From an optimization exercise on the open Yosys and OpenROAD flow, aimed at small area; shortcuts taken in it are not production practice. In this exercise RTL edits were held to simulation tests only and were not proved equivalent to the original. Power figures rest on the tool's default switching activity, not on a simulated workload.

==> flow/design.v (outline; a module is shown in full before it is edited, if it fits) <==
// module dfu_unit: 207 lines
// module dfu_add: 15 lines
// module dfu_add_cs: 11 lines
// module dfu_carry: 13 lines
// module dfu_inc: 13 lines
// module dfu_mul: 1600 lines
module dfu_unit (
    input  wire        clk,
    input  wire        rst,           
    input  wire [1:0]  mode,          
    input  wire [20:0] dec_d,         
    input  wire        sync,          
    input  wire        corr_we,
    input  wire [1:0]  corr_m,
    input  wire [15:0] corr_ofs,
    input  wire [15:0] corr_gain,
    input  wire        corr_commit,
    input  wire        in_valid,
    input  wire [11:0] in_code,
    input  wire [1:0]  in_member,
    input  wire [3:0]  in_flags,      
    output wire        o_valid,
    output wire [31:0] o_index,
    output wire [15:0] o_lo,
    output wire [15:0] o_hi,
    output wire [31:0] o_h32,
    output wire [11:0] o_p12,
    output wire [4:0]  o_flags,       
    output reg  [31:0] sat_count
);
  // ...
==> flow/flow/run.sh <==
#!/bin/bash
# Layout flow: the standard ORFS flow, with two changes that leave the design's
# function and registers as the standard synthesis makes them:
#  - after the standard synthesis, flow/polar.py moves inverters out of the netlist
#    (full adders taken in complemented form, gates swapped for complemented twins);
#  - the buffers that global placement puts on every input and output port are the
#    smallest buffer cell, buf_1.
# Each step's output goes to a log file of its own in this folder.
set -euo pipefail
export BUFFER_PORTS_ARGS="-buffer_cell sky130_fd_sc_hd__buf_1"
R=orfs/results/sky130hd/dfu_unit/base
bash standard.sh synth > flow_synth.log 2>&1
cp "$R/1_2_yosys.v" synth_standard.v
python3 flow/polar.py synth_standard.v "$R/1_2_yosys.v" > flow_polar.log 2>&1
rm -f "$R/1_synth.odb" "$R/1_synth.sdc"
bash standard.sh finish > flow_layout.log 2>&1
==> flow/standard.sh <==
#!/bin/bash
# synth_recipe.tcl (not shown) runs the flow's synth.tcl, then flattens the netlist and writes it again
# the make line also repeats each setting of config.mk as NAME=value (left out here)
make -C /OpenROAD-flow-scripts/flow DESIGN_CONFIG=/design/flow/config.mk WORK_HOME=/design/flow/orfs CLKGATE_MAP_FILE= SYNTH_SCRIPT=/design/flow/synth_recipe.tcl "${@:-finish}"
==> flow/config.mk <==
export PLATFORM = sky130hd
export DESIGN_NAME = dfu_unit
export DESIGN_NICKNAME = dfu_unit
export VERILOG_FILES = /design/flow/design.v
export SDC_FILE = /design/flow/constraint.sdc
export NUM_CORES = 4
export LEC_CHECK = 0
export ABC_AREA = 1
export CAP_MARGIN = 5
export CORE_MARGIN = 2
export CORE_UTILIZATION = 40
export CTS_CLUSTER_DIAMETER = 80
export CTS_CLUSTER_SIZE = 30
export PLACE_DENSITY = 0.6
export SLEW_MARGIN = 5
==> flow/constraint.sdc <==
create_clock -name core_clock -period 14.0 [get_ports {clk}]
set_input_delay 2.8000 -clock core_clock [delete_from_list [all_inputs] [get_ports {clk}]]
set_output_delay 2.8000 -clock core_clock [all_outputs]
set_load 0.01 [all_outputs]
Not shown: flow/flow/polar.py
==> run summary, run 1 <==
Non-clk bufs=299; chip width=263 um; power density over cell area=179 nW/um^2; HP Class=reg -> reg; FF/Latch Area=11,100 sq um; antenna-violating nets left=0; Worst-path clk slew=0.09 ns; drt initial violations=1,244; post-CTS sizing=0; run status=finished clean; Power Combinational=2.79 mW; Setup-failing EPs final=0; largest net degree at the start of global routing=67; Mapped Area=26,800 sq um; Worst Path Required=11.20 ns; TritonCTS Buffers=26; fraction of area in registers=37.3%; seq pwr=1.66 mW; clock skew=0.0296 ns; Root Buffer=clkbuf_16; Top Consumer=combinational cells; fin crit share=96.9%; vias in the first global route=19,807; Worst Hold Launch=p_flags[1]; DR DRC count=0; DR WL met2=32.5 mm; CTS tree=built; leak pwr=13.2 nW
==> module dfu_unit, before the edit <==
module dfu_unit (
    input  wire        clk,
    input  wire        rst,           
    input  wire [1:0]  mode,          
    input  wire [20:0] dec_d,         
    input  wire        sync,          
    input  wire        corr_we,
    input  wire [1:0]  corr_m,
    input  wire [15:0] corr_ofs,
    input  wire [15:0] corr_gain,
    input  wire        corr_commit,
    input  wire        in_valid,
    input  wire [11:0] in_code,
    input  wire [1:0]  in_member,
    input  wire [3:0]  in_flags,      
    output wire        o_valid,
    output wire [31:0] o_index,
    output wire [15:0] o_lo,
    output wire [15:0] o_hi,
    output wire [31:0] o_h32,
    output wire [11:0] o_p12,
    output wire [4:0]  o_flags,       
    output reg  [31:0] sat_count
);
    localparam M_SAMPLE = 2'd0, M_PEAK = 2'd1, M_ENV = 2'd2, M_HIRES = 2'd3;
    genvar gi;
    integer i;
    reg [15:0] sh_ofs  [0:3];
    reg [15:0] ef_ofs  [0:3];
    reg [15:0] sh_gain [0:3];
    reg [15:0] ef_gain [0:3];
    reg [3:0]  sh_def, ef_def;
    reg        commit_d;
    wire [3:0] wr;
    generate for (gi = 0; gi < 4; gi = gi + 1) begin : g_corr
        assign wr[gi] = corr_we & (corr_m == gi);
        wire [15:0] sh_ofs_n = sh_ofs[gi] ^ ({16{wr[gi]}} & (sh_ofs[gi] ^ corr_ofs));
        always @(posedge clk) begin
            sh_ofs[gi] <= sh_ofs_n;
            if (corr_commit) ef_ofs[gi] <= sh_ofs_n;
            if (wr[gi]) sh_gain[gi] <= corr_gain;
            if (commit_d) ef_gain[gi] <= sh_gain[gi];
        end
    end endgenerate
    always @(posedge clk) begin
        commit_d <= corr_commit;
        if (rst) begin
            sh_def <= 4'hf;
            ef_def <= 4'hf;
        end else begin
            sh_def <= sh_def & ~wr;
            if (corr_commit) ef_def <= sh_def & ~wr;
        end
    end
    wire        dflt = ef_def[in_member];
    wire [15:0] ofs  = dflt ? 16'd0 : ef_ofs[in_member];
    wire [16:0] y1;
    dfu_add #(.W(17)) u_sub (
        .a({in_code[11], in_code, 4'b0000}), .b(~{ofs[15], ofs}), .ci(1'b1), .s(y1), .co());
    reg [16:0] p_y1;
    reg [1:0]  p_m;
    reg        p_dflt;
    reg [3:0]  p_flags;
    reg        p_valid, p_sync;
    always @(posedge clk) begin
        p_y1    <= y1;
        p_m     <= in_member;
        p_dflt  <= dflt;
        p_flags <= in_flags;
        if (rst) begin
            p_valid <= 1'b0;
            p_sync  <= 1'b0;
        end else begin
            p_valid <= in_valid;
            p_sync  <= sync;
        end
    end
    wire [15:0] gain = p_dflt ? 16'h8000 : ef_gain[p_m];
    wire [15:0] y;
    wire        clamp;
    dfu_mul u_mul (.y1(p_y1), .g(gain), .y(y), .clamp(clamp));
    reg [15:0] q_y;
    reg        q_clamp;
    reg [3:0]  q_flags;
    reg        q_valid, q_sync;
    always @(posedge clk) begin
        q_y     <= y;
        q_clamp <= clamp;
        q_flags <= p_flags;
        if (rst) begin
            q_valid <= 1'b0;
            q_sync  <= 1'b0;
        end else begin
            q_valid <= p_valid;
            q_sync  <= p_sync;
        end
    end
    wire [31:0] sat_n;
    dfu_inc #(.W(32)) u_satc (.a(sat_count), .ci(q_valid & q_clamp), .s(sat_n));
    always @(posedge clk) begin
        if (rst) sat_count <= 32'd0;
        else     sat_count <= sat_n;
    end
    reg        start;          
    reg [19:0] cnt;            
    reg [3:0]  settle;         
    reg        fresh;          
    reg [31:0] jdx;            
    reg        done;
    reg [31:0] acc;
    reg        f_valid, f_fill, f_susp, f_ovr, f_unset;
    wire        first_in = start | q_sync;
    wire [20:0] cnt_n;
    dfu_inc #(.W(21)) u_cnt (.a({1'b0, cnt & {20{~(first_in & q_valid)}}}), .ci(q_valid), .s(cnt_n));
    wire        last_in  = (cnt_n == dec_d);
    wire [3:0]  settle_e = q_sync ? 4'd0 : settle;
    wire        unset_in = (settle_e != 4'd9);
    wire        jclr = fresh | q_sync;
    wire        jend = q_valid & last_in;
    wire [31:0] jdx_n;
    dfu_inc #(.W(32)) u_jdx (.a(jdx & {32{~(jend & jclr)}}), .ci(jend & ~jclr), .s(jdx_n));
    wire [31:0] sum_n;
    dfu_add_cs #(.W(32), .L(22)) u_acc (.a(acc), .b({{16{q_y[15]}}, q_y}), .s(sum_n));
    wire        sy = q_y[15];
    wire        sp = acc[31];
    wire [15:0] my = q_y ^ {16{sy}};
    wire [15:0] mp = acc[31:16] ^ {16{sp}};
    wire [15:0] px;
    wire        pc;
    dfu_add #(.W(16)) u_pk (.a(my), .b(~mp), .ci(sy), .s(px), .co(pc));
    wire        pk_gt = pc & (~sp | (|px));
    wire        env_ge_mn, env_ge_mx;
    dfu_carry #(.W(16)) u_lt (.a(q_y ^ 16'h8000), .b(~(acc[31:16] ^ 16'h8000)), .ci(1'b1), .co(env_ge_mn));
    dfu_carry #(.W(16)) u_gt (.a(acc[15:0] ^ 16'h8000), .b(~(q_y ^ 16'h8000)), .ci(1'b1), .co(env_ge_mx));
    always @(posedge clk) begin
        if (rst) begin
            start  <= 1'b1;
            settle <= 4'd0;
            fresh  <= 1'b1;
            done   <= 1'b0;
        end else begin
            done <= q_valid & last_in;
            if (q_sync) begin
                start  <= 1'b1;
                settle <= 4'd0;
                fresh  <= 1'b1;
            end
            if (q_valid) begin
                start <= last_in;
                if (unset_in)
                    settle <= settle_e + 4'd1;
                if (last_in)
                    fresh <= 1'b0;
            end
        end
    end
    always @(posedge clk) begin
        cnt <= cnt_n[19:0];
        jdx <= jdx_n;
        if (q_valid) begin
            if (first_in) begin
                acc     <= (mode == M_HIRES) ? {{16{q_y[15]}}, q_y} : {q_y, q_y};
                f_valid <= q_flags[0];
                f_fill  <= q_flags[1];
                f_susp  <= q_flags[2];
                f_ovr   <= q_flags[3] | q_clamp;
                f_unset <= unset_in;
            end else begin
                case (mode)
                    M_SAMPLE: ;
                    M_PEAK:   if (pk_gt) acc[31:16] <= q_y;
                    M_ENV: begin
                        if (~env_ge_mn) acc[31:16] <= q_y;
                        if (~env_ge_mx) acc[15:0]  <= q_y;
                    end
                    default:  acc <= sum_n;
                endcase
                f_valid <= f_valid & q_flags[0];
                f_fill  <= f_fill  | q_flags[1];
                f_susp  <= f_susp  | q_flags[2];
                f_ovr   <= f_ovr   | q_flags[3] | q_clamp;
            end
        end
    end
    wire        hires = (mode == M_HIRES);
    wire [3:0] km1;
    assign km1[0] = |{dec_d[2], dec_d[4], dec_d[6], dec_d[8], dec_d[10], dec_d[12], dec_d[14], dec_d[16]};
    assign km1[1] = |{dec_d[3], dec_d[4], dec_d[7], dec_d[8], dec_d[11], dec_d[12], dec_d[15], dec_d[16]};
    assign km1[2] = |{dec_d[5], dec_d[6], dec_d[7], dec_d[8], dec_d[13], dec_d[14], dec_d[15], dec_d[16]};
    assign km1[3] = |{dec_d[9], dec_d[10], dec_d[11], dec_d[12], dec_d[13], dec_d[14], dec_d[15], dec_d[16]};
    wire [3:0]  hsh = hires ? ~km1 : 4'd0;
    wire [31:0] h32 = acc << hsh;
    wire        hup = hires & h32[15] & (h32[16] | (|h32[14:0]));
    wire [15:0] lo;
    dfu_inc #(.W(16)) u_lo (.a(h32[31:16]), .ci(hup), .s(lo));
    wire        pup  = lo[3] & (lo[2] | lo[1] | lo[0] | lo[4]);
    wire        psat = pup & (lo[15:4] == 12'h7ff);
    wire [11:0] pq;
    dfu_inc #(.W(12)) u_p12 (.a(lo[15:4]), .ci(pup & ~psat), .s(pq));
    assign o_valid = done;
    assign o_index = jdx;
    assign o_lo    = lo;
    assign o_hi    = (mode == M_ENV) ? acc[15:0] : lo;
    assign o_h32   = {h32[31:16], hires ? h32[15:0] : 16'd0};
    assign o_p12   = pq;
    assign o_flags = {f_unset, f_ovr, f_susp, f_fill, f_valid};
endmodule
==> run 2, diff against run 1 <==
--- a/flow/design.v
+++ b/flow/design.v
@@ -97,35 +97,44 @@
     end
     wire [31:0] sat_n;
     dfu_inc #(.W(32)) u_satc (.a(sat_count), .ci(q_valid & q_clamp), .s(sat_n));
     always @(posedge clk) begin
         if (rst) sat_count <= 32'd0;
         else     sat_count <= sat_n;
     end
     reg        start;          
-    reg [19:0] cnt;            
+    reg [20:0] rem;            
     reg [3:0]  settle;         
     reg        fresh;          
     reg [31:0] jdx;            
     reg        done;
     reg [31:0] acc;
     reg        f_valid, f_fill, f_susp, f_ovr, f_unset;
     wire        first_in = start | q_sync;
-    wire [20:0] cnt_n;
-    dfu_inc #(.W(21)) u_cnt (.a({1'b0, cnt & {20{~(first_in & q_valid)}}}), .ci(q_valid), .s(cnt_n));
-    wire        last_in  = (cnt_n == dec_d);
+    wire [20:0] rem_b    = first_in ? dec_d : rem;
+    wire [20:0] rem_n;
+    dfu_dec #(.W(21)) u_rem (.a(rem_b), .bi(q_valid), .s(rem_n));
+    wire        last_in  = (rem_b == 21'd1);
     wire [3:0]  settle_e = q_sync ? 4'd0 : settle;
     wire        unset_in = (settle_e != 4'd9);
     wire        jclr = fresh | q_sync;
     wire        jend = q_valid & last_in;
     wire [31:0] jdx_n;
     dfu_inc #(.W(32)) u_jdx (.a(jdx & {32{~(jend & jclr)}}), .ci(jend & ~jclr), .s(jdx_n));
+    wire [3:0] km1;
+    assign km1[0] = |{dec_d[2], dec_d[4], dec_d[6], dec_d[8], dec_d[10], dec_d[12], dec_d[14], dec_d[16]};
+    assign km1[1] = |{dec_d[3], dec_d[4], dec_d[7], dec_d[8], dec_d[11], dec_d[12], dec_d[15], dec_d[16]};
+    assign km1[2] = |{dec_d[5], dec_d[6], dec_d[7], dec_d[8], dec_d[13], dec_d[14], dec_d[15], dec_d[16]};
+    assign km1[3] = |{dec_d[9], dec_d[10], dec_d[11], dec_d[12], dec_d[13], dec_d[14], dec_d[15], dec_d[16]};
+    reg  [3:0] hsh;
+    always @(posedge clk) hsh <= ~km1;
+    wire [31:0] ysh = {{16{q_y[15]}}, q_y} << hsh;
     wire [31:0] sum_n;
-    dfu_add_cs #(.W(32), .L(22)) u_acc (.a(acc), .b({{16{q_y[15]}}, q_y}), .s(sum_n));
+    dfu_add_cs #(.W(32), .L(22)) u_acc (.a(acc), .b(ysh), .s(sum_n));
     wire        sy = q_y[15];
     wire        sp = acc[31];
     wire [15:0] my = q_y ^ {16{sy}};
     wire [15:0] mp = acc[31:16] ^ {16{sp}};
     wire [15:0] px;
     wire        pc;
     dfu_add #(.W(16)) u_pk (.a(my), .b(~mp), .ci(sy), .s(px), .co(pc));
     wire        pk_gt = pc & (~sp | (|px));
@@ -150,21 +159,21 @@
                 if (unset_in)
                     settle <= settle_e + 4'd1;
                 if (last_in)
                     fresh <= 1'b0;
             end
         end
     end
     always @(posedge clk) begin
-        cnt <= cnt_n[19:0];
+        rem <= rem_n;
         jdx <= jdx_n;
         if (q_valid) begin
             if (first_in) begin
-                acc     <= (mode == M_HIRES) ? {{16{q_y[15]}}, q_y} : {q_y, q_y};
+                acc     <= (mode == M_HIRES) ? ysh : {q_y, q_y};
                 f_valid <= q_flags[0];
                 f_fill  <= q_flags[1];
                 f_susp  <= q_flags[2];
                 f_ovr   <= q_flags[3] | q_clamp;
                 f_unset <= unset_in;
             end else begin
                 case (mode)
                     M_SAMPLE: ;
@@ -178,23 +187,17 @@
                 f_valid <= f_valid & q_flags[0];
                 f_fill  <= f_fill  | q_flags[1];
                 f_susp  <= f_susp  | q_flags[2];
                 f_ovr   <= f_ovr   | q_flags[3] | q_clamp;
             end
         end
     end
     wire        hires = (mode == M_HIRES);
-    wire [3:0] km1;
-    assign km1[0] = |{dec_d[2], dec_d[4], dec_d[6], dec_d[8], dec_d[10], dec_d[12], dec_d[14], dec_d[16]};
-    assign km1[1] = |{dec_d[3], dec_d[4], dec_d[7], dec_d[8], dec_d[11], dec_d[12], dec_d[15], dec_d[16]};
-    assign km1[2] = |{dec_d[5], dec_d[6], dec_d[7], dec_d[8], dec_d[13], dec_d[14], dec_d[15], dec_d[16]};
-    assign km1[3] = |{dec_d[9], dec_d[10], dec_d[11], dec_d[12], dec_d[13], dec_d[14], dec_d[15], dec_d[16]};
-    wire [3:0]  hsh = hires ? ~km1 : 4'd0;
-    wire [31:0] h32 = acc << hsh;
+    wire [31:0] h32 = acc;    
     wire        hup = hires & h32[15] & (h32[16] | (|h32[14:0]));
     wire [15:0] lo;
     dfu_inc #(.W(16)) u_lo (.a(h32[31:16]), .ci(hup), .s(lo));
     wire        pup  = lo[3] & (lo[2] | lo[1] | lo[0] | lo[4]);
     wire        psat = pup & (lo[15:4] == 12'h7ff);
     wire [11:0] pq;
     dfu_inc #(.W(12)) u_p12 (.a(lo[15:4]), .ci(pup & ~psat), .s(pq));
     assign o_valid = done;
@@ -239,16 +242,29 @@
     wire [W:0] c;
     assign c[0] = ci;
     genvar i;
     generate for (i = 0; i < W; i = i + 1) begin : g_bit
         assign c[i+1] = (a[i] & b[i]) | (a[i] & c[i]) | (b[i] & c[i]);
     end endgenerate
     assign co = c[W];
 endmodule
+module dfu_dec #(parameter W = 16) (
+    input  wire [W-1:0] a,
+    input  wire         bi,
+    output wire [W-1:0] s
+);
+    wire [W:0] b;
+    assign b[0] = bi;
+    genvar i;
+    generate for (i = 0; i < W; i = i + 1) begin : g_bit
+        assign s[i]   = a[i] ^ b[i];
+        assign b[i+1] = ~a[i] & b[i];
+    end endgenerate
+endmodule
 module dfu_inc #(parameter W = 16) (
     input  wire [W-1:0] a,
     input  wire         ci,
     output wire [W-1:0] s
 );
     wire [W:0] c;
     assign c[0] = ci;
     genvar i;
@@ -980,19 +996,16 @@
     wire s715;
     wire c716;
     wire s717;
     wire c718;
     wire s719;
     wire c720;
     wire s721;
     wire c722;
-    wire [17:0] gx = {2'b00, g};
-    wire [18:0] ge = {gx, 1'b0};    
-    wire [18:0] ya = {y1[16], y1, 1'b0};    
     assign pp1 = y1[0] & g[0];
     assign pp2 = y1[0] & g[1];
     assign pp3 = y1[0] & g[2];
     assign pp4 = y1[0] & g[3];
     assign pp5 = y1[0] & g[4];
     assign pp6 = y1[0] & g[5];
     assign pp7 = y1[0] & g[6];
     assign pp8 = y1[0] & g[7];
@@ -1613,18 +1626,18 @@
     assign s623 = s613 ^ s615 ^ s617;
     assign c624 = (s613 & s615) | (s613 & s617) | (s615 & s617);
     assign s625 = c600 ^ c602 ^ s619;
     assign c626 = (c600 & c602) | (c600 & s619) | (c602 & s619);
     assign s627 = s621 ^ s623 ^ c604;
     assign c628 = (s621 & s623) | (s621 & c604) | (s623 & c604);
     assign s629 = c606 ^ s625 ^ c608;
     assign c630 = (c606 & s625) | (c606 & c608) | (s625 & c608);
-    assign s631 = s627 ^ c610 ^ s629;
-    assign c632 = (s627 & c610) | (s627 & s629) | (c610 & s629);
+    assign s631 = s627 ^ s629 ^ c610;
+    assign c632 = (s627 & s629) | (s627 & c610) | (s629 & c610);
     assign s633 = pp128 ^ pp143 ^ pp158;
     assign c634 = (pp128 & pp143) | (pp128 & pp158) | (pp143 & pp158);
     assign s635 = pp173 ^ pp188 ^ pp203;
     assign c636 = (pp173 & pp188) | (pp173 & pp203) | (pp188 & pp203);
     assign s637 = pp218 ^ pp233 ^ pp248;
     assign c638 = (pp218 & pp233) | (pp218 & pp248) | (pp233 & pp248);
     assign s639 = pp263 ^ c614 ^ c616;
     assign c640 = (pp263 & c614) | (pp263 & c616) | (c614 & c616);
@@ -1705,155 +1718,184 @@
     assign s715 = c706 ^ s713 ^ c708;
     assign c716 = (c706 & s713) | (c706 & c708) | (s713 & c708);
     assign s717 = pp240 ^ pp255 ^ pp270;
     assign c718 = (pp240 & pp255) | (pp240 & pp270) | (pp255 & pp270);
     assign s719 = c712 ^ s717 ^ c714;
     assign c720 = (c712 & s717) | (c712 & c714) | (s717 & c714);
     assign s721 = pp256 ^ pp271 ^ c718;
     assign c722 = (pp256 & pp271) | (pp256 & c718) | (pp271 & c718);
-    wire [33:0] fa_a, fa_b;
-    assign fa_a[0] = pp1;
-    assign fa_b[0] = 1'b0;
-    assign fa_a[1] = pp2;
-    assign fa_b[1] = pp17;
-    assign fa_a[2] = s273;
-    assign fa_b[2] = 1'b0;
-    assign fa_a[3] = s277;
-    assign fa_b[3] = 1'b0;
-    assign fa_a[4] = s283;
-    assign fa_b[4] = 1'b0;
-    assign fa_a[5] = s291;
-    assign fa_b[5] = 1'b0;
-    assign fa_a[6] = s301;
-    assign fa_b[6] = 1'b0;
-    assign fa_a[7] = s313;
-    assign fa_b[7] = 1'b0;
-    assign fa_a[8] = s327;
-    assign fa_b[8] = 1'b0;
-    assign fa_a[9] = s343;
-    assign fa_b[9] = 1'b0;
-    assign fa_a[10] = s361;
-    assign fa_b[10] = 1'b0;
-    assign fa_a[11] = s381;
-    assign fa_b[11] = 1'b0;
-    assign fa_a[12] = s403;
-    assign fa_b[12] = 1'b0;
-    assign fa_a[13] = s427;
-    assign fa_b[13] = 1'b0;
-    assign fa_a[14] = c428;
-    assign fa_b[14] = s453;
-    assign fa_a[15] = s481;
-    assign fa_b[15] = 1'b0;
-    assign fa_a[16] = s511;
-    assign fa_b[16] = 1'b0;
-    assign fa_a[17] = c512;
-    assign fa_b[17] = s539;
-    assign fa_a[18] = c540;
-    assign fa_b[18] = s565;
-    assign fa_a[19] = c566;
-    assign fa_b[19] = s589;
-    assign fa_a[20] = c590;
-    assign fa_b[20] = s611;
-    assign fa_a[21] = c612;
-    assign fa_b[21] = s631;
-    assign fa_a[22] = c632;
-    assign fa_b[22] = s649;
-    assign fa_a[23] = c650;
-    assign fa_b[23] = s665;
-    assign fa_a[24] = c666;
-    assign fa_b[24] = s679;
-    assign fa_a[25] = c680;
-    assign fa_b[25] = s691;
-    assign fa_a[26] = c692;
-    assign fa_b[26] = s701;
-    assign fa_a[27] = c702;
-    assign fa_b[27] = s709;
-    assign fa_a[28] = c710;
-    assign fa_b[28] = s715;
-    assign fa_a[29] = c716;
-    assign fa_b[29] = s719;
-    assign fa_a[30] = c720;
-    assign fa_b[30] = s721;
-    assign fa_a[31] = pp272;
-    assign fa_b[31] = c722;
-    assign fa_a[32] = 1'b1;
-    assign fa_b[32] = 1'b0;
-    assign fa_a[33] = 1'b1;
-    assign fa_b[33] = 1'b0;
+    wire [33:0] ra, rb;
+    assign ra[0] = pp1;
+    assign rb[0] = 1'b0;
+    assign ra[1] = pp2;
+    assign rb[1] = pp17;
+    assign ra[2] = s273;
+    assign rb[2] = 1'b0;
+    assign ra[3] = s277;
+    assign rb[3] = 1'b0;
+    assign ra[4] = s283;
+    assign rb[4] = 1'b0;
+    assign ra[5] = s291;
+    assign rb[5] = 1'b0;
+    assign ra[6] = s301;
+    assign rb[6] = 1'b0;
+    assign ra[7] = s313;
+    assign rb[7] = 1'b0;
+    assign ra[8] = s327;
+    assign rb[8] = 1'b0;
+    assign ra[9] = s343;
+    assign rb[9] = 1'b0;
+    assign ra[10] = s361;
+    assign rb[10] = 1'b0;
+    assign ra[11] = s381;
+    assign rb[11] = 1'b0;
+    assign ra[12] = s403;
+    assign rb[12] = 1'b0;
+    assign ra[13] = s427;
+    assign rb[13] = 1'b0;
+    assign ra[14] = c428;
+    assign rb[14] = s453;
+    assign ra[15] = s481;
+    assign rb[15] = 1'b0;
+    assign ra[16] = s511;
+    assign rb[16] = 1'b0;
+    assign ra[17] = c512;
+    assign rb[17] = s539;
+    assign ra[18] = c540;
+    assign rb[18] = s565;
+    assign ra[19] = c566;
+    assign rb[19] = s589;
+    assign ra[20] = c590;
+    assign rb[20] = s611;
+    assign ra[21] = c612;
+    assign rb[21] = s631;
+    assign ra[22] = c632;
+    assign rb[22] = s649;
+    assign ra[23] = c650;
+    assign rb[23] = s665;
+    assign ra[24] = c666;
+    assign rb[24] = s679;
+    assign ra[25] = c680;
+    assign rb[25] = s691;
+    assign ra[26] = c692;
+    assign rb[26] = s701;
+    assign ra[27] = c702;
+    assign rb[27] = s709;
+    assign ra[28] = c710;
+    assign rb[28] = s715;
+    assign ra[29] = c716;
+    assign rb[29] = s719;
+    assign ra[30] = c720;
+    assign rb[30] = s721;
+    assign ra[31] = pp272;
+    assign rb[31] = c722;
+    assign ra[32] = 1'b1;
+    assign rb[32] = 1'b0;
+    assign ra[33] = 1'b1;
+    assign rb[33] = 1'b0;
     wire [34:0] cy;
-    wire [33:0] t;
+    wire [33:0] tt;
     assign cy[0] = 1'b0;
-    assign t[0] = fa_a[0] ^ fa_b[0] ^ cy[0];
-    assign cy[1] = (fa_a[0] & fa_b[0]) | (fa_a[0] & cy[0]) | (fa_b[0] & cy[0]);
-    assign t[1] = fa_a[1] ^ fa_b[1] ^ cy[1];
-    assign cy[2] = (fa_a[1] & fa_b[1]) | (fa_a[1] & cy[1]) | (fa_b[1] & cy[1]);
-    assign t[2] = fa_a[2] ^ fa_b[2] ^ cy[2];
-    assign cy[3] = (fa_a[2] & fa_b[2]) | (fa_a[2] & cy[2]) | (fa_b[2] & cy[2]);
-    assign t[3] = fa_a[3] ^ fa_b[3] ^ cy[3];
-    assign cy[4] = (fa_a[3] & fa_b[3]) | (fa_a[3] & cy[3]) | (fa_b[3] & cy[3]);
-    assign t[4] = fa_a[4] ^ fa_b[4] ^ cy[4];
-    assign cy[5] = (fa_a[4] & fa_b[4]) | (fa_a[4] & cy[4]) | (fa_b[4] & cy[4]);
-    assign t[5] = fa_a[5] ^ fa_b[5] ^ cy[5];
-    assign cy[6] = (fa_a[5] & fa_b[5]) | (fa_a[5] & cy[5]) | (fa_b[5] & cy[5]);
-    assign t[6] = fa_a[6] ^ fa_b[6] ^ cy[6];
-    assign cy[7] = (fa_a[6] & fa_b[6]) | (fa_a[6] & cy[6]) | (fa_b[6] & cy[6]);
-    assign t[7] = fa_a[7] ^ fa_b[7] ^ cy[7];
-    assign cy[8] = (fa_a[7] & fa_b[7]) | (fa_a[7] & cy[7]) | (fa_b[7] & cy[7]);
-    assign t[8] = fa_a[8] ^ fa_b[8] ^ cy[8];
-    assign cy[9] = (fa_a[8] & fa_b[8]) | (fa_a[8] & cy[8]) | (fa_b[8] & cy[8]);
-    assign t[9] = fa_a[9] ^ fa_b[9] ^ cy[9];
-    assign cy[10] = (fa_a[9] & fa_b[9]) | (fa_a[9] & cy[9]) | (fa_b[9] & cy[9]);
-    assign t[10] = fa_a[10] ^ fa_b[10] ^ cy[10];
-    assign cy[11] = (fa_a[10] & fa_b[10]) | (fa_a[10] & cy[10]) | (fa_b[10] & cy[10]);
-    assign t[11] = fa_a[11] ^ fa_b[11] ^ cy[11];
-    assign cy[12] = (fa_a[11] & fa_b[11]) | (fa_a[11] & cy[11]) | (fa_b[11] & cy[11]);
-    assign t[12] = fa_a[12] ^ fa_b[12] ^ cy[12];
-    assign cy[13] = (fa_a[12] & fa_b[12]) | (fa_a[12] & cy[12]) | (fa_b[12] & cy[12]);
-    assign t[13] = fa_a[13] ^ fa_b[13] ^ cy[13];
-    assign cy[14] = (fa_a[13] & fa_b[13]) | (fa_a[13] & cy[13]) | (fa_b[13] & cy[13]);
-    assign t[14] = fa_a[14] ^ fa_b[14] ^ cy[14];
-    assign cy[15] = (fa_a[14] & fa_b[14]) | (fa_a[14] & cy[14]) | (fa_b[14] & cy[14]);
-    assign t[15] = fa_a[15] ^ fa_b[15] ^ cy[15];
-    assign cy[16] = (fa_a[15] & fa_b[15]) | (fa_a[15] & cy[15]) | (fa_b[15] & cy[15]);
-    assign t[16] = fa_a[16] ^ fa_b[16] ^ cy[16];
-    assign cy[17] = (fa_a[16] & fa_b[16]) | (fa_a[16] & cy[16]) | (fa_b[16] & cy[16]);
-    assign t[17] = fa_a[17] ^ fa_b[17] ^ cy[17];
-    assign cy[18] = (fa_a[17] & fa_b[17]) | (fa_a[17] & cy[17]) | (fa_b[17] & cy[17]);
-    assign t[18] = fa_a[18] ^ fa_b[18] ^ cy[18];
-    assign cy[19] = (fa_a[18] & fa_b[18]) | (fa_a[18] & cy[18]) | (fa_b[18] & cy[18]);
-    assign t[19] = fa_a[19] ^ fa_b[19] ^ cy[19];
-    assign cy[20] = (fa_a[19] & fa_b[19]) | (fa_a[19] & cy[19]) | (fa_b[19] & cy[19]);
-    assign t[20] = fa_a[20] ^ fa_b[20] ^ cy[20];
-    assign cy[21] = (fa_a[20] & fa_b[20]) | (fa_a[20] & cy[20]) | (fa_b[20] & cy[20]);
-    assign t[21] = fa_a[21] ^ fa_b[21] ^ cy[21];
-    assign cy[22] = (fa_a[21] & fa_b[21]) | (fa_a[21] & cy[21]) | (fa_b[21] & cy[21]);
-    assign t[22] = fa_a[22] ^ fa_b[22] ^ cy[22];
-    assign cy[23] = (fa_a[22] & fa_b[22]) | (fa_a[22] & cy[22]) | (fa_b[22] & cy[22]);
-    assign t[23] = fa_a[23] ^ fa_b[23] ^ cy[23];
-    assign cy[24] = (fa_a[23] & fa_b[23]) | (fa_a[23] & cy[23]) | (fa_b[23] & cy[23]);
-    assign t[24] = fa_a[24] ^ fa_b[24] ^ cy[24];
-    assign cy[25] = (fa_a[24] & fa_b[24]) | (fa_a[24] & cy[24]) | (fa_b[24] & cy[24]);
-    assign t[25] = fa_a[25] ^ fa_b[25] ^ cy[25];
-    assign cy[26] = (fa_a[25] & fa_b[25]) | (fa_a[25] & cy[25]) | (fa_b[25] & cy[25]);
-    assign t[26] = fa_a[26] ^ fa_b[26] ^ cy[26];
-    assign cy[27] = (fa_a[26] & fa_b[26]) | (fa_a[26] & cy[26]) | (fa_b[26] & cy[26]);
-    assign t[27] = fa_a[27] ^ fa_b[27] ^ cy[27];
-    assign cy[28] = (fa_a[27] & fa_b[27]) | (fa_a[27] & cy[27]) | (fa_b[27] & cy[27]);
-    assign t[28] = fa_a[28] ^ fa_b[28] ^ cy[28];
-    assign cy[29] = (fa_a[28] & fa_b[28]) | (fa_a[28] & cy[28]) | (fa_b[28] & cy[28]);
-    assign t[29] = fa_a[29] ^ fa_b[29] ^ cy[29];
-    assign cy[30] = (fa_a[29] & fa_b[29]) | (fa_a[29] & cy[29]) | (fa_b[29] & cy[29]);
-    assign t[30] = fa_a[30] ^ fa_b[30] ^ cy[30];
-    assign cy[31] = (fa_a[30] & fa_b[30]) | (fa_a[30] & cy[30]) | (fa_b[30] & cy[30]);
-    assign t[31] = fa_a[31] ^ fa_b[31] ^ cy[31];
-    assign cy[32] = (fa_a[31] & fa_b[31]) | (fa_a[31] & cy[31]) | (fa_b[31] & cy[31]);
-    assign t[32] = fa_a[32] ^ fa_b[32] ^ cy[32];
-    assign cy[33] = (fa_a[32] & fa_b[32]) | (fa_a[32] & cy[32]) | (fa_b[32] & cy[32]);
-    assign t[33] = fa_a[33] ^ fa_b[33] ^ cy[33];
-    assign cy[34] = (fa_a[33] & fa_b[33]) | (fa_a[33] & cy[33]) | (fa_b[33] & cy[33]);
+    assign tt[0] = ra[0] ^ rb[0] ^ cy[0];
+    assign cy[1] = (ra[0] & rb[0]) | (ra[0] & cy[0]) | (rb[0] & cy[0]);
+    assign tt[1] = ra[1] ^ rb[1] ^ cy[1];
+    assign cy[2] = (ra[1] & rb[1]) | (ra[1] & cy[1]) | (rb[1] & cy[1]);
+    assign tt[2] = ra[2] ^ rb[2] ^ cy[2];
+    assign cy[3] = (ra[2] & rb[2]) | (ra[2] & cy[2]) | (rb[2] & cy[2]);
+    assign tt[3] = ra[3] ^ rb[3] ^ cy[3];
+    assign cy[4] = (ra[3] & rb[3]) | (ra[3] & cy[3]) | (rb[3] & cy[3]);
+    assign tt[4] = ra[4] ^ rb[4] ^ cy[4];
+    assign cy[5] = (ra[4] & rb[4]) | (ra[4] & cy[4]) | (rb[4] & cy[4]);
+    assign tt[5] = ra[5] ^ rb[5] ^ cy[5];
+    assign cy[6] = (ra[5] & rb[5]) | (ra[5] & cy[5]) | (rb[5] & cy[5]);
+    assign tt[6] = ra[6] ^ rb[6] ^ cy[6];
+    assign cy[7] = (ra[6] & rb[6]) | (ra[6] & cy[6]) | (rb[6] & cy[6]);
+    assign tt[7] = ra[7] ^ rb[7] ^ cy[7];
+    assign cy[8] = (ra[7] & rb[7]) | (ra[7] & cy[7]) | (rb[7] & cy[7]);
+    assign tt[8] = ra[8] ^ rb[8] ^ cy[8];
+    assign cy[9] = (ra[8] & rb[8]) | (ra[8] & cy[8]) | (rb[8] & cy[8]);
+    assign tt[9] = ra[9] ^ rb[9] ^ cy[9];
+    assign cy[10] = (ra[9] & rb[9]) | (ra[9] & cy[9]) | (rb[9] & cy[9]);
+    assign tt[10] = ra[10] ^ rb[10] ^ cy[10];
+    assign cy[11] = (ra[10] & rb[10]) | (ra[10] & cy[10]) | (rb[10] & cy[10]);
+    assign tt[11] = ra[11] ^ rb[11] ^ cy[11];
+    assign cy[12] = (ra[11] & rb[11]) | (ra[11] & cy[11]) | (rb[11] & cy[11]);
+    assign tt[12] = ra[12] ^ rb[12] ^ cy[12];
+    assign cy[13] = (ra[12] & rb[12]) | (ra[12] & cy[12]) | (rb[12] & cy[12]);
+    assign tt[13] = ra[13] ^ rb[13] ^ cy[13];
+    assign cy[14] = (ra[13] & rb[13]) | (ra[13] & cy[13]) | (rb[13] & cy[13]);
+    assign tt[14] = ra[14] ^ rb[14] ^ cy[14];
+    assign cy[15] = (ra[14] & rb[14]) | (ra[14] & cy[14]) | (rb[14] & cy[14]);
+    assign tt[15] = ra[15] ^ rb[15] ^ cy[15];
+    assign cy[16] = (ra[15] & rb[15]) | (ra[15] & cy[15]) | (rb[15] & cy[15]);
+    assign tt[16] = ra[16] ^ rb[16] ^ cy[16];
+    assign cy[17] = (ra[16] & rb[16]) | (ra[16] & cy[16]) | (rb[16] & cy[16]);
+    assign tt[17] = ra[17] ^ rb[17] ^ cy[17];
+    assign cy[18] = (ra[17] & rb[17]) | (ra[17] & cy[17]) | (rb[17] & cy[17]);
+    assign tt[18] = ra[18] ^ rb[18] ^ cy[18];
+    assign cy[19] = (ra[18] & rb[18]) | (ra[18] & cy[18]) | (rb[18] & cy[18]);
+    assign tt[19] = ra[19] ^ rb[19] ^ cy[19];
+    assign cy[20] = (ra[19] & rb[19]) | (ra[19] & cy[19]) | (rb[19] & cy[19]);
+    assign tt[20] = ra[20] ^ rb[20] ^ cy[20];
+    assign cy[21] = (ra[20] & rb[20]) | (ra[20] & cy[20]) | (rb[20] & cy[20]);
+    assign tt[21] = ra[21] ^ rb[21] ^ cy[21];
+    assign cy[22] = (ra[21] & rb[21]) | (ra[21] & cy[21]) | (rb[21] & cy[21]);
+    assign tt[22] = ra[22] ^ rb[22] ^ cy[22];
+    assign cy[23] = (ra[22] & rb[22]) | (ra[22] & cy[22]) | (rb[22] & cy[22]);
+    assign tt[23] = ra[23] ^ rb[23] ^ cy[23];
+    assign cy[24] = (ra[23] & rb[23]) | (ra[23] & cy[23]) | (rb[23] & cy[23]);
+    wire [34:24] k1_0;
+    wire [33:24] t1_0;
+    assign k1_0[24] = 1'b0;
+    assign t1_0[24] = ra[24] ^ rb[24] ^ k1_0[24];
+    assign k1_0[25] = (ra[24] & rb[24]) | (ra[24] & k1_0[24]) | (rb[24] & k1_0[24]);
+    assign t1_0[25] = ra[25] ^ rb[25] ^ k1_0[25];
+    assign k1_0[26] = (ra[25] & rb[25]) | (ra[25] & k1_0[25]) | (rb[25] & k1_0[25]);
+    assign t1_0[26] = ra[26] ^ rb[26] ^ k1_0[26];
+    assign k1_0[27] = (ra[26] & rb[26]) | (ra[26] & k1_0[26]) | (rb[26] & k1_0[26]);
+    assign t1_0[27] = ra[27] ^ rb[27] ^ k1_0[27];
+    assign k1_0[28] = (ra[27] & rb[27]) | (ra[27] & k1_0[27]) | (rb[27] & k1_0[27]);
+    assign t1_0[28] = ra[28] ^ rb[28] ^ k1_0[28];
+    assign k1_0[29] = (ra[28] & rb[28]) | (ra[28] & k1_0[28]) | (rb[28] & k1_0[28]);
+    assign t1_0[29] = ra[29] ^ rb[29] ^ k1_0[29];
+    assign k1_0[30] = (ra[29] & rb[29]) | (ra[29] & k1_0[29]) | (rb[29] & k1_0[29]);
+    assign t1_0[30] = ra[30] ^ rb[30] ^ k1_0[30];
+    assign k1_0[31] = (ra[30] & rb[30]) | (ra[30] & k1_0[30]) | (rb[30] & k1_0[30]);
+    assign t1_0[31] = ra[31] ^ rb[31] ^ k1_0[31];
+    assign k1_0[32] = (ra[31] & rb[31]) | (ra[31] & k1_0[31]) | (rb[31] & k1_0[31]);
+    assign t1_0[32] = ra[32] ^ rb[32] ^ k1_0[32];
+    assign k1_0[33] = (ra[32] & rb[32]) | (ra[32] & k1_0[32]) | (rb[32] & k1_0[32]);
+    assign t1_0[33] = ra[33] ^ rb[33] ^ k1_0[33];
+    assign k1_0[34] = (ra[33] & rb[33]) | (ra[33] & k1_0[33]) | (rb[33] & k1_0[33]);
+    wire [34:24] k1_1;
+    wire [33:24] t1_1;
+    assign k1_1[24] = 1'b1;
+    assign t1_1[24] = ra[24] ^ rb[24] ^ k1_1[24];
+    assign k1_1[25] = (ra[24] & rb[24]) | (ra[24] & k1_1[24]) | (rb[24] & k1_1[24]);
+    assign t1_1[25] = ra[25] ^ rb[25] ^ k1_1[25];
+    assign k1_1[26] = (ra[25] & rb[25]) | (ra[25] & k1_1[25]) | (rb[25] & k1_1[25]);
+    assign t1_1[26] = ra[26] ^ rb[26] ^ k1_1[26];
+    assign k1_1[27] = (ra[26] & rb[26]) | (ra[26] & k1_1[26]) | (rb[26] & k1_1[26]);
+    assign t1_1[27] = ra[27] ^ rb[27] ^ k1_1[27];
+    assign k1_1[28] = (ra[27] & rb[27]) | (ra[27] & k1_1[27]) | (rb[27] & k1_1[27]);
+    assign t1_1[28] = ra[28] ^ rb[28] ^ k1_1[28];
+    assign k1_1[29] = (ra[28] & rb[28]) | (ra[28] & k1_1[28]) | (rb[28] & k1_1[28]);
+    assign t1_1[29] = ra[29] ^ rb[29] ^ k1_1[29];
+    assign k1_1[30] = (ra[29] & rb[29]) | (ra[29] & k1_1[29]) | (rb[29] & k1_1[29]);
+    assign t1_1[30] = ra[30] ^ rb[30] ^ k1_1[30];
+    assign k1_1[31] = (ra[30] & rb[30]) | (ra[30] & k1_1[30]) | (rb[30] & k1_1[30]);
+    assign t1_1[31] = ra[31] ^ rb[31] ^ k1_1[31];
+    assign k1_1[32] = (ra[31] & rb[31]) | (ra[31] & k1_1[31]) | (rb[31] & k1_1[31]);
+    assign t1_1[32] = ra[32] ^ rb[32] ^ k1_1[32];
+    assign k1_1[33] = (ra[32] & rb[32]) | (ra[32] & k1_1[32]) | (rb[32] & k1_1[32]);
+    assign t1_1[33] = ra[33] ^ rb[33] ^ k1_1[33];
+    assign k1_1[34] = (ra[33] & rb[33]) | (ra[33] & k1_1[33]) | (rb[33] & k1_1[33]);
+    assign tt[33:24] = cy[24] ? t1_1 : t1_0;
+    assign cy[34] = cy[24] ? k1_1[34] : k1_0[34];
+    wire [33:0] t = tt;
     wire        tie = ~(|t[14:0]);
     wire [18:0] r   = {t[33:16], t[15] & ~tie};
     wire        clamp_hi = ~r[18] & (|r[17:15]);
     wire        clamp_lo =  r[18] & ~(&r[17:15]);
     assign y     = clamp_hi ? 16'h7fff : clamp_lo ? 16'h8000 : r[15:0];
     assign clamp = clamp_hi | clamp_lo;
 endmodule
==> flow/config.mk (replaced) <==
export PLATFORM = sky130hd
export DESIGN_NAME = dfu_unit
export DESIGN_NICKNAME = dfu_unit
export VERILOG_FILES = /design/flow/design.v
export SDC_FILE = /design/flow/constraint.sdc
export NUM_CORES = 4
export LEC_CHECK = 0
export ABC_AREA = 1
export CAP_MARGIN = 20
export CORE_MARGIN = 2
export CORE_UTILIZATION = 40
export CTS_CLUSTER_DIAMETER = 80
export CTS_CLUSTER_SIZE = 30
export PLACE_DENSITY = 0.6
export SLEW_MARGIN = 20
==> run summary, run 2 <==
run status=finished clean (unchanged); fin crit period=13.43 ns (was 13.57 ns); postcts setup bufs=0 (unchanged); Slew HR=30.4% (was 28.0%); antenna-violating nets left=0 (unchanged); largest stage delay on the critical path=0.44 ns (was 0.51 ns); Most Frequent Cell on Critical Path=fa_1 (was ha_1); CTS Sinks=447 (was 442); router iterations before antenna repair=5 (was 8); power density over cell area=200 nW/um^2 (was 179 nW/um^2); Hold Buf Count CTS=0 (unchanged); FF-to-FF End=acc[31] (was q_y[0]); Placer Congestion=0.927 (was 0.895); hold depth=0 (unchanged); Setup TNS Final=0 ns (unchanged); Antenna Cells=0 (unchanged); DR vias=18,326 (was 18,978); R2R Path Start=q_y[0] (was p_m[0]); fraction of layout instances using a drive strength above 1=5.53% (was 5.68%); global-route wire length before repair=106 mm (was 109 mm); Mapped Area=26,700 sq um (was 26,800 sq um); nets@finish=3,223 (was 3,344); H-tree levels=1 (unchanged); via density per instance=5.10 (was 5.13); Setup crit end kind=flip-flop (was output pin); design area=29,500 sq um (was 29,900 sq um); critical path class=reg -> reg (was in -> out); Internal=3.38 mW (was 3.15 mW); CP max stage cell=fa_1 (was or3_2); Post-Syn Area per Cell=10.5 sq um (was 10.3 sq um); I/O pin cnt=227 (unchanged); worst-skew pair later-pin latency=0.61 ns (was 0.60 ns); Setup-failing EPs final=0 (unchanged); area of the core=65,900 sq um (was 66,000 sq um); total congestion overflow=0 (unchanged); # port buffers=226 (unchanged); synthesized instance count=2,535 (was 2,596); flop2flop setup slack=0.57 ns (was 0.77 ns); Worst Path Required=14.49 ns (was 11.20 ns); Routed wire per std cell=18.7 um (was 18.3 um); Worst Path Arrival=13.92 ns (was 10.77 ns); Max VDD drop=268 uV (was 155 uV); fin crit share=95.9% (was 96.9%); Fin. Hold Viols=0 (unchanged); clock share of power=16.1% (was 16.9%); Worst-path clk slew=0.11 ns (was 0.09 ns); leak pwr=12.9 nW (was 13.2 nW); YS warnings=5 (unchanged); total die area=68,700 sq um (was 69,100 sq um); Worst Hold Launch=p_flags[3] (was p_flags[1]); switch share=42.6% (was 41.1%); placed inst area=28,400 sq um (was 28,800 sq um); RSZ-0062 raised after global routing=false (unchanged); CTS tree=built (unchanged); Gate power share=55.3% (was 52.1%); CP Launch Type=flip-flop (was input port); HP Class=reg -> reg (unchanged); initial core utilization=40.5% (was 40.6%); TritonCTS Buffers=27 (was 26); HPWL Detailed=49.8 mm (was 50.2 mm); Crit Path Max Fanout=6 (unchanged); Hold Path Sink=q_flags[3] (was q_flags[1]); drt initial violations=1,341 (was 1,244); syn_nets=3,049 (was 3,126); FF-to-FF path depth=50 (was 42); Reg power frac=28.6% (was 31.0%); vias in the first global route=19,315 (was 19,807); largest net degree at the start of global routing=67 (unchanged); Root Buffer=clkbuf_16 (unchanged); achievable frequency=0.0745 GHz (was 0.0737 GHz); switching pwr=2.51 mW (was 2.20 mW); max-slew violation count=0 (unchanged); DR DRC count=0 (unchanged); commonest non-fill, non-tap cell in the layout=nand2_1 (was nor2_1); Die H=262 um (was 263 um); Layout area overhead=10.6% (was 11.6%); gr usage total=19.6% (was 19.7%); Max-cap violations=0 (unchanged); clock skew=0.0311 ns (was 0.0296 ns); post-CTS sizing=0 (unchanged); FP Rows=94 (unchanged); maximum root-to-sink buffer count=3 (unchanged); Worst Max-Slew Pin Slew=1.04 ns (was 1.08 ns); antenna violations before repair=0 (was 1); chip width=262 um (was 263 um); routed wire length=67.2 mm (was 67.6 mm); most frequent cells in the layout=nand2_1 (414), nor2_1 (351), fa_1 (274), edfxtp_1 (229), buf_1 (225) (was nor2_1 (425), nand2_1 (383), fa_1 (287), edfxtp_1 (229), inv_1 (225))
run 2: layer usage:
metal  track usage (%)  up-vias  routed length [um]
met5                 0        -                   0
met4              5.32        0                1480
met3              2.74      107                3900
met2              34.4      571               33600
met1              25.4     8994               28200
li1                  -     8654                   -
run 2: worst max-delay path by stage:
stage | startpoint | endpoint | slack, ns | cells past startpoint
finish | q_y[0] | acc[31] | 0.57 | 50
global route | hsh[0] | acc[31] | 0.02 | 49
CTS | q_y[0] | acc[31] | 0.13 | 50
detailed placement | q_y[0] | acc[31] | 0.25 | 50
global placement | q_y[0] | acc[31] | 0.35 | 49
floorplan | hsh[3] | acc[31] | 0.51 | 47
run 2: cell type report:
cell class | instances | area [sq um]
repair buffers | 277 | 1250
clock inverters | 20 | 370
flip-flops and latches | 447 | 11200
clock buffers | 30 | 687
multi-input cells | 1768 | 14100
fillers | 6279 | 36400
inverters | 188 | 706
well taps | 864 | 1080
run 2: critical path, delay by kind of cell (launching register included):
kind            cells  cell delay (ns)
flops               1             0.37
simple gates       23             3.48
fa+ha+maj          22             9.05
compound gates      1             0.06
buf+inv             4             0.30
run 2: power by group through the flow:
stage                     sequential, mW  clock (mW)  combinational [mW]
final                               1.68       0.950                3.26
after CTS                           1.68       0.984                3.31
after detailed placement            1.71           0                3.30
after global placement              1.71           0                3.22
after global routing                1.70        1.03                3.79
after floorplan                     1.64           0                2.44
run 2: per-stage QoR:
stage / util [%] / worst slack [ns] / power [mW] / hold slack [ns] / cells
after floorplan: - / 0.507 / 4.08 / 0.310 / 2535
after global placement: 43.1 / 0.353 / 4.93 / 0.312 / 3541
after detailed placement: 43.1 / 0.246 / 5.01 / 0.313 / 3541
after CTS: 44.7 / 0.126 / 5.98 / 0.332 / 3591
after global routing: 44.8 / 0.0197 / 6.51 / 0.329 / 3594
final: 44.8 / 0.575 / 5.89 / 0.325 / 3594
==> run 3, diff against run 2 <==
==> flow/flow/run.sh (replaced) <==
#!/bin/bash
# Layout flow: the standard ORFS flow with three changes that keep the design's
# registers exactly as the standard synthesis makes them:
#  - synthesis is the standard one (synth_recipe.tcl, ABC_AREA 1) except that ABC's
#    area script maps with "amap" and leaves buffering and sizing to the placer;
#  - after synthesis, flow/polar.py moves inverters out of the netlist (full adders
#    taken in complemented form, gates swapped for complemented twins);
#  - the buffers that global placement puts on every port are buf_1.
# Each step's output goes to a log file of its own in this folder.
set -euo pipefail
export BUFFER_PORTS_ARGS="-buffer_cell sky130_fd_sc_hd__buf_1"
R=orfs/results/sky130hd/dfu_unit/base
rm -rf scripts_synth
cp -r "$FLOW_HOME/scripts" scripts_synth
printf 'strash\ndch -f\namap\ntopo\nstime -c\n' > scripts_synth/abc_area.script
bash standard.sh SCRIPTS_DIR="$PWD/scripts_synth" synth > flow_synth.log 2>&1
cp "$R/1_2_yosys.v" synth_netlist.v
python3 flow/polar.py synth_netlist.v "$R/1_2_yosys.v" > flow_polar.log 2>&1
rm -f "$R/1_synth.odb" "$R/1_synth.sdc"
bash standard.sh finish > flow_layout.log 2>&1
--- a/flow/config.mk
+++ b/flow/config.mk
@@ -9,7 +9,7 @@
 export CAP_MARGIN = 20
 export CORE_MARGIN = 2
 export CORE_UTILIZATION = 40
-export CTS_CLUSTER_DIAMETER = 80
+export CTS_CLUSTER_DIAMETER = 100
 export CTS_CLUSTER_SIZE = 30
 export PLACE_DENSITY = 0.6
 export SLEW_MARGIN = 20
==> run summary, run 3 <==
worst-skew pair later-pin latency=0.58 ns (was 0.61 ns); YS warnings=5 (unchanged); Setup TNS Final=0 ns (unchanged); Crit Path Max Fanout=18 (was 6); Routed wire per std cell=20.6 um (was 18.7 um); vias in the first global route=18,768 (was 19,315); CP Launch Type=flip-flop (unchanged); max-slew violation count=0 (unchanged); area of the core=63,100 sq um (was 65,900 sq um); Most Frequent Cell on Critical Path=fa_1 (unchanged); via density per instance=5.48 (was 5.10); I/O pin cnt=227 (unchanged); routed wire length=68.9 mm (was 67.2 mm); Placer Congestion=0.931 (was 0.927); TritonCTS Buffers=22 (was 27); synthesized instance count=2,209 (was 2,535); R2R Path Start=p_m[1] (was q_y[0]); DR DRC count=0 (unchanged); M3 GR Usage=3.08% (was 2.74%); placed inst area=27,700 sq um (was 28,400 sq um); Power Total=5.65 mW (was 5.89 mW); run status=finished clean (unchanged); leak pwr=11.9 nW (was 12.9 nW); Worst Hold Launch=p_flags[1] (was p_flags[3]); setup ws final=0.786 ns (was 0.575 ns); chip width=257 um (was 262 um); total congestion overflow=0 (unchanged); maximum root-to-sink buffer count=3 (unchanged); H-tree levels=1 (unchanged); HP Class=reg -> reg (unchanged); GR met1 Demand/Resource=26.8% (was 25.4%); drt initial violations=1,855 (was 1,341); nets@finish=2,998 (was 3,223); Worst-path clk slew=0.11 ns (about the same); achievable frequency=0.0757 GHz (was 0.0745 GHz); commonest non-fill, non-tap cell in the layout=nor2_1 (was nand2_1); CP max stage cell=fa_1 (unchanged); fin crit period=13.21 ns (was 13.43 ns); Post-Syn Area per Cell=11.6 sq um (was 10.5 sq um); fraction of layout instances using a drive strength above 1=3.88% (was 5.53%); busiest layer in global routing=met2 (unchanged); FF-to-FF End=q_y[9] (was acc[31]); DR vias=18,343 (was 18,326); FF-to-FF path depth=48 (was 50); CTS tree=built (unchanged); global-route wire length before repair=107 mm (was 106 mm); clock skew=0.0296 ns (was 0.0311 ns); flop2flop setup slack=0.79 ns (was 0.57 ns); Mapped Area=25,600 sq um (was 26,700 sq um); Setup crit end kind=flip-flop (unchanged); critical path class=reg -> reg (unchanged); pre-CTS WS=0.518 ns (was 0.246 ns); FP Rows=92 (was 94); RSZ-0062 raised after global routing=false (unchanged); gr usage total=20.7% (was 19.6%); fin crit share=94.4% (was 95.9%); Layout area overhead=11.5% (was 10.6%); Die H=257 um (was 262 um); Worst Max-Slew Pin Slew=0.993 ns (was 1.04 ns); Max-cap violations=0 (unchanged); Worst Path Required=14.50 ns (was 14.49 ns); Layout fillers=5,928 (was 6,279); largest stage delay on the critical path=0.47 ns (was 0.44 ns); largest net degree at the start of global routing=70 (was 67); Setup-failing EPs final=0 (unchanged); design area=28,500 sq um (was 29,500 sq um); total die area=65,900 sq um (was 68,700 sq um); router iterations before antenna repair=8 (was 5); antenna-violating nets left=0 (unchanged); M2 GR Usage=35.3% (was 34.4%); most frequent cells in the layout=nor2_1 (415), fa_1 (279), edfxtp_1 (229), buf_1 (224), dfxtp_1 (215) (was nand2_1 (414), nor2_1 (351), fa_1 (274), edfxtp_1 (229), buf_1 (225)); # port buffers=226 (unchanged); Slew HR=33.5% (was 30.4%); initial core utilization=40.5% (about the same); antenna violations before repair=6 (was 0); CTS Sinks=447 (unchanged); Root Buffer=clkbuf_16 (unchanged); HPWL Detailed=50.7 mm (was 49.8 mm); syn_nets=2,723 (was 3,049); Max VDD drop=225 uV (was 268 uV); Fin. Hold Viols=0 (unchanged); CP endpoint=q_y[9] (was acc[31]); power density over cell area=198 nW/um^2 (was 200 nW/um^2); Worst Path Arrival=13.72 ns (was 13.92 ns); crit path launch=p_m[1] (was q_y[0])
[run 3: area by class of cell]
cell class	instances	area (sq um)	area share (%)
multi-input cells	1569	13600	47.6
flip-flops and latches	447	11200	39.5
repair buffers	272	1200	4.20
well taps	846	1060	3.71
inverters	172	649	2.28
clock buffers	32	632	2.22
clock inverters	8	141	0.496
diodes	3	7.51	0.0263
[run 3: what timing repair did]
item / 4_1_cts / 5_1_grt
setup endpoints to repair: 0 / 18
resized for setup: 0 / 6
setup buffers: 0 / 2
hold buffers: 0 / 0
[run 3: layer usage]
layer	wire length [um]	up-vias
li1	-	8331
met1	27900	9126
met2	33800	736
met3	4650	148
met4	2520	2
met5	13	-
[run 3: worst min-delay path by stage]
stage                            end  slack [ns]  cells past startpoint
after floorplan           q_flags[0]        0.31                      0
after global placement    q_flags[1]        0.31                      0
after detailed placement  q_flags[1]        0.31                      0
after CTS                 q_flags[1]        0.34                      0
after global routing      q_flags[2]        0.35                      0
final                     q_flags[1]        0.34                      0
[run 3: stage by stage]
stage                     instances  utilization [%]  hold slack (ns)
after CTS                      3344             45.1            0.339
after global placement         3304             43.9            0.311
final                          3349             45.2            0.337
after detailed placement       3304             43.9            0.314
after global routing           3347             45.2            0.348
after floorplan                2209                -            0.310
[run 3: power breakdown]
group | leakage [nW] | switching (mW) | internal (mW) | total, mW
sequential | 3.96 | 0.121 | 1.56 | 1.68
clock | 0.372 | 0.452 | 0.341 | 0.793
combinational | 7.52 | 1.88 | 1.30 | 3.18
[run 3: worst max-delay path: cells and delay by family, from the launching register on]
kind,cells,cell delay [ns]
and+or+nand+nor,12,1.53
DFF,1,0.32
AOI/OAI and AO/OA,7,1.37
buffers and inverters,6,1.14
adders and majority gates,23,8.79
==> run 4, diff against run 3 <==
--- a/flow/config.mk
+++ b/flow/config.mk
@@ -9,7 +9,7 @@
 export CAP_MARGIN = 20
 export CORE_MARGIN = 2
 export CORE_UTILIZATION = 40
-export CTS_CLUSTER_DIAMETER = 100
+export CTS_CLUSTER_DIAMETER = 80
 export CTS_CLUSTER_SIZE = 30
 export PLACE_DENSITY = 0.6
 export SLEW_MARGIN = 20
==> run summary, run 4 <==
antenna violations before repair=4 (was 6); chip width=257 um (unchanged); CTS tree=built (unchanged); via density per instance=5.43 (was 5.48); nets@finish=3,005 (was 2,998); I/O pin cnt=227 (unchanged); WL met1=28.5 mm (was 27.9 mm); achievable frequency=0.0758 GHz (was 0.0757 GHz); Crit Path Max Fanout=18 (unchanged); gr usage total=20.6% (was 20.7%); YS warnings=5 (unchanged); Die H=257 um (unchanged); largest stage delay on the critical path=0.69 ns (was 0.47 ns); Setup-failing EPs final=0 (unchanged); initial core utilization=40.5% (unchanged); Reg power frac=29.4% (was 29.7%); DR WL met3=4.20 mm (was 4.65 mm); fin crit share=94.3% (was 94.4%); power density over cell area=199 nW/um^2 (was 198 nW/um^2); global-route wire length before repair=107 mm (about the same); max-slew violation count=0 (unchanged); switch share=43.3% (was 43.4%); switching pwr=2.48 mW (was 2.46 mW); critical path class=reg -> reg (unchanged); postcts setup bufs=0 (unchanged); largest net degree at the start of global routing=70 (unchanged); total congestion overflow=0 (unchanged); Gate power share=55.2% (was 56.2%); placed inst area=27,700 sq um (about the same); Fin. Hold Viols=0 (unchanged); Worst Path Required=14.33 ns (was 14.50 ns); FF/Latch Area=11,200 sq um (about the same); Worst Max-Slew Pin Slew=1.01 ns (was 0.993 ns); H-tree levels=1 (unchanged); Placed Cells=3,310 (was 3,304); HP Class=reg -> reg (unchanged); routed wire length=68.3 mm (was 68.9 mm); clock skew=0.0379 ns (was 0.0296 ns); syn_nets=2,723 (unchanged); DR DRC count=0 (unchanged); Post-Syn Area per Cell=11.6 sq um (unchanged); DR WL met2=33.0 mm (was 33.8 mm); area of the core=63,100 sq um (unchanged); Layout fillers=5,973 (was 5,928); antenna-violating nets left=0 (unchanged); Setup TNS Final=0 ns (unchanged); Worst Path Arrival=13.53 ns (was 13.72 ns); drt initial violations=1,526 (was 1,855); non-filler instance count after layout=3,358 (was 3,349); Routed wire per std cell=20.3 um (was 20.6 um); Max-cap violations=0 (unchanged); TritonCTS Buffers=25 (was 22); Placer Congestion=0.913 (was 0.931); final core occ=45.5% (was 45.2%); design area=28,700 sq um (was 28,500 sq um); Hold Buf Count CTS=0 (unchanged); Setup crit end kind=flip-flop (unchanged); Layout area overhead=12.3% (was 11.5%); Most Frequent Cell on Critical Path=fa_1 (unchanged); maximum root-to-sink buffer count=3 (unchanged); fin crit period=13.20 ns (was 13.21 ns); worst-skew pair later-pin latency=0.60 ns (was 0.58 ns); Mapped Area=25,600 sq um (unchanged); top routing layer used=met5 (unchanged); RSZ-0062 raised after global routing=false (unchanged); vias in the first global route=18,922 (was 18,768); CP Launch Type=flip-flop (unchanged); Max VDD drop=211 uV (was 225 uV); Slew HR=32.4% (was 33.5%); Internal=3.24 mW (was 3.20 mW); total die area=65,900 sq um (unchanged); CTS Sinks=447 (unchanged); router iterations before antenna repair=7 (was 8); # port buffers=226 (unchanged); Worst-path clk slew=0.10 ns (was 0.11 ns); leak pwr=11.9 nW (about the same); most frequent cells in the layout=nor2_1 (412), fa_1 (279), edfxtp_1 (229), buf_1 (224), dfxtp_1 (217) (was nor2_1 (415), fa_1 (279), edfxtp_1 (229), buf_1 (224), dfxtp_1 (215)); clock share of power=15.5% (was 14.0%); multi-input logic area=13,600 sq um (about the same); run status=finished clean (unchanged); HPWL Detailed=50.0 mm (was 50.7 mm); fraction of layout instances using a drive strength above 1=4.38% (was 3.88%); Root Buffer=clkbuf_16 (unchanged); commonest non-fill, non-tap cell in the layout=nor2_1 (unchanged); CP max stage cell=dfxtp_1 (was fa_1); FP Rows=92 (unchanged); DR vias=18,237 (was 18,343); synthesized instance count=2,209 (unchanged)
==> run 4: per-stage QoR <==
step / hold slack (ns) / power, mW / worst slack (ns)
after CTS: 0.341 / 5.77 / 0.521
after global routing: 0.353 / 6.22 / 0.0573
final: 0.337 / 5.72 / 0.801
after global placement: 0.311 / 4.81 / 0.836
after floorplan: 0.310 / 3.85 / 1.56
after detailed placement: 0.316 / 4.88 / 0.530
==> run 4: path summary, 6_finish.rpt <==
check / start / endpoint / slack, ns / cells after the start
max: hsh[1] / acc[31] / 0.80 / 45
min: p_flags[0] / q_flags[0] / 0.34 / 0
max reg2reg: hsh[1] / acc[31] / 0.80 / 45
min reg2reg: p_flags[0] / q_flags[0] / 0.34 / 0
==> run 4: power by group through the flow <==
stage / clock, mW / sequential (mW) / combinational (mW)
floorplan: 0 / 1.66 / 2.19
global placement: 0 / 1.70 / 3.10
detailed placement: 0 / 1.71 / 3.17
CTS: 0.910 / 1.68 / 3.18
global route: 0.954 / 1.69 / 3.58
finish: 0.884 / 1.68 / 3.15
==> run 4: routing by layer <==
layer | vias to the layer above | global-route usage, %
met1 | 9098 | 26.8
met5 | - | 0
met4 | 2 | 7.61
met2 | 629 | 34.8
met3 | 141 | 3.14
li1 | 8367 | -
==> run 4: repair_timing <==
action                                 in CTS  in global routing
endpoints found under the hold margin       0                  0
setup endpoints to repair                   0                 16
resized for setup                           0                  8
==> run 4: layout make-up <==
| class | count | area share (%) |
|---|---|---|
| clock buffer | 30 | 2.25 |
| inverter | 172 | 2.28 |
| antenna | 3 | 0.0262 |
| sequential | 447 | 39.2 |
| clock inverter | 15 | 0.998 |
| tap | 846 | 3.69 |
| multi-input combinational | 1569 | 47.3 |
| timing repair buffer | 276 | 4.27 |
==> run 4: critical path: cells and delay by family (launching register included) <==
| family | cells | cell delay, ns |
|---|---|---|
| xor gates and xnor gates | 1 | 0.08 |
| and+or+nand+nor | 17 | 1.85 |
| adders and majority gates | 22 | 9.46 |
| AOI/OAI and AO/OA | 3 | 0.56 |
| DFF | 1 | 0.69 |
| buffers and inverters | 2 | 0.29 |

==> port drivers added, routing unchanged <==
No port has a modelled driver above. Below, the same layouts with a new extraction and two added sets of constraints.
Step 1 sets driving cells, clkbuf_16 on the clock port and buf_2 on the other inputs (assumed; they add their load-dependent delay and slew).
Step 2 times the ports against the registers' clock, not the clock port: input delays grow and output delays shrink by t, the midpoint of the rising clock arrivals with the driver on.
Three values: ideal, step 1, step 2; two values: the first two.
| run | t (ns) | setup slack, ns | worst setup path after step 2 | latest minus earliest clock arrival (ns) | cell pins on the clock port's net |
|---|---|---|---|---|---|
| run 1 | 0.643 | 0.434 / 0.408 / 0.408 | input to output | 0.035 / 0.035 | 1 |
| run 2 | 0.651 | 0.575 / 0.575 / 0.575 | register to register | 0.031 / 0.031 | 1 |
| run 3 | 0.626 | 0.786 / 0.786 / 0.786 | register to register | 0.032 / 0.032 | 1 |
| run 4 | 0.645 | 0.801 / 0.801 / 0.801 | register to register | 0.038 / 0.038 | 1 |
After both steps setup and hold are still met in every run listed. For run 1, which loses most, drivers alone change the setup slack by -0.026 ns; drivers and shift together by -0.026 ns.
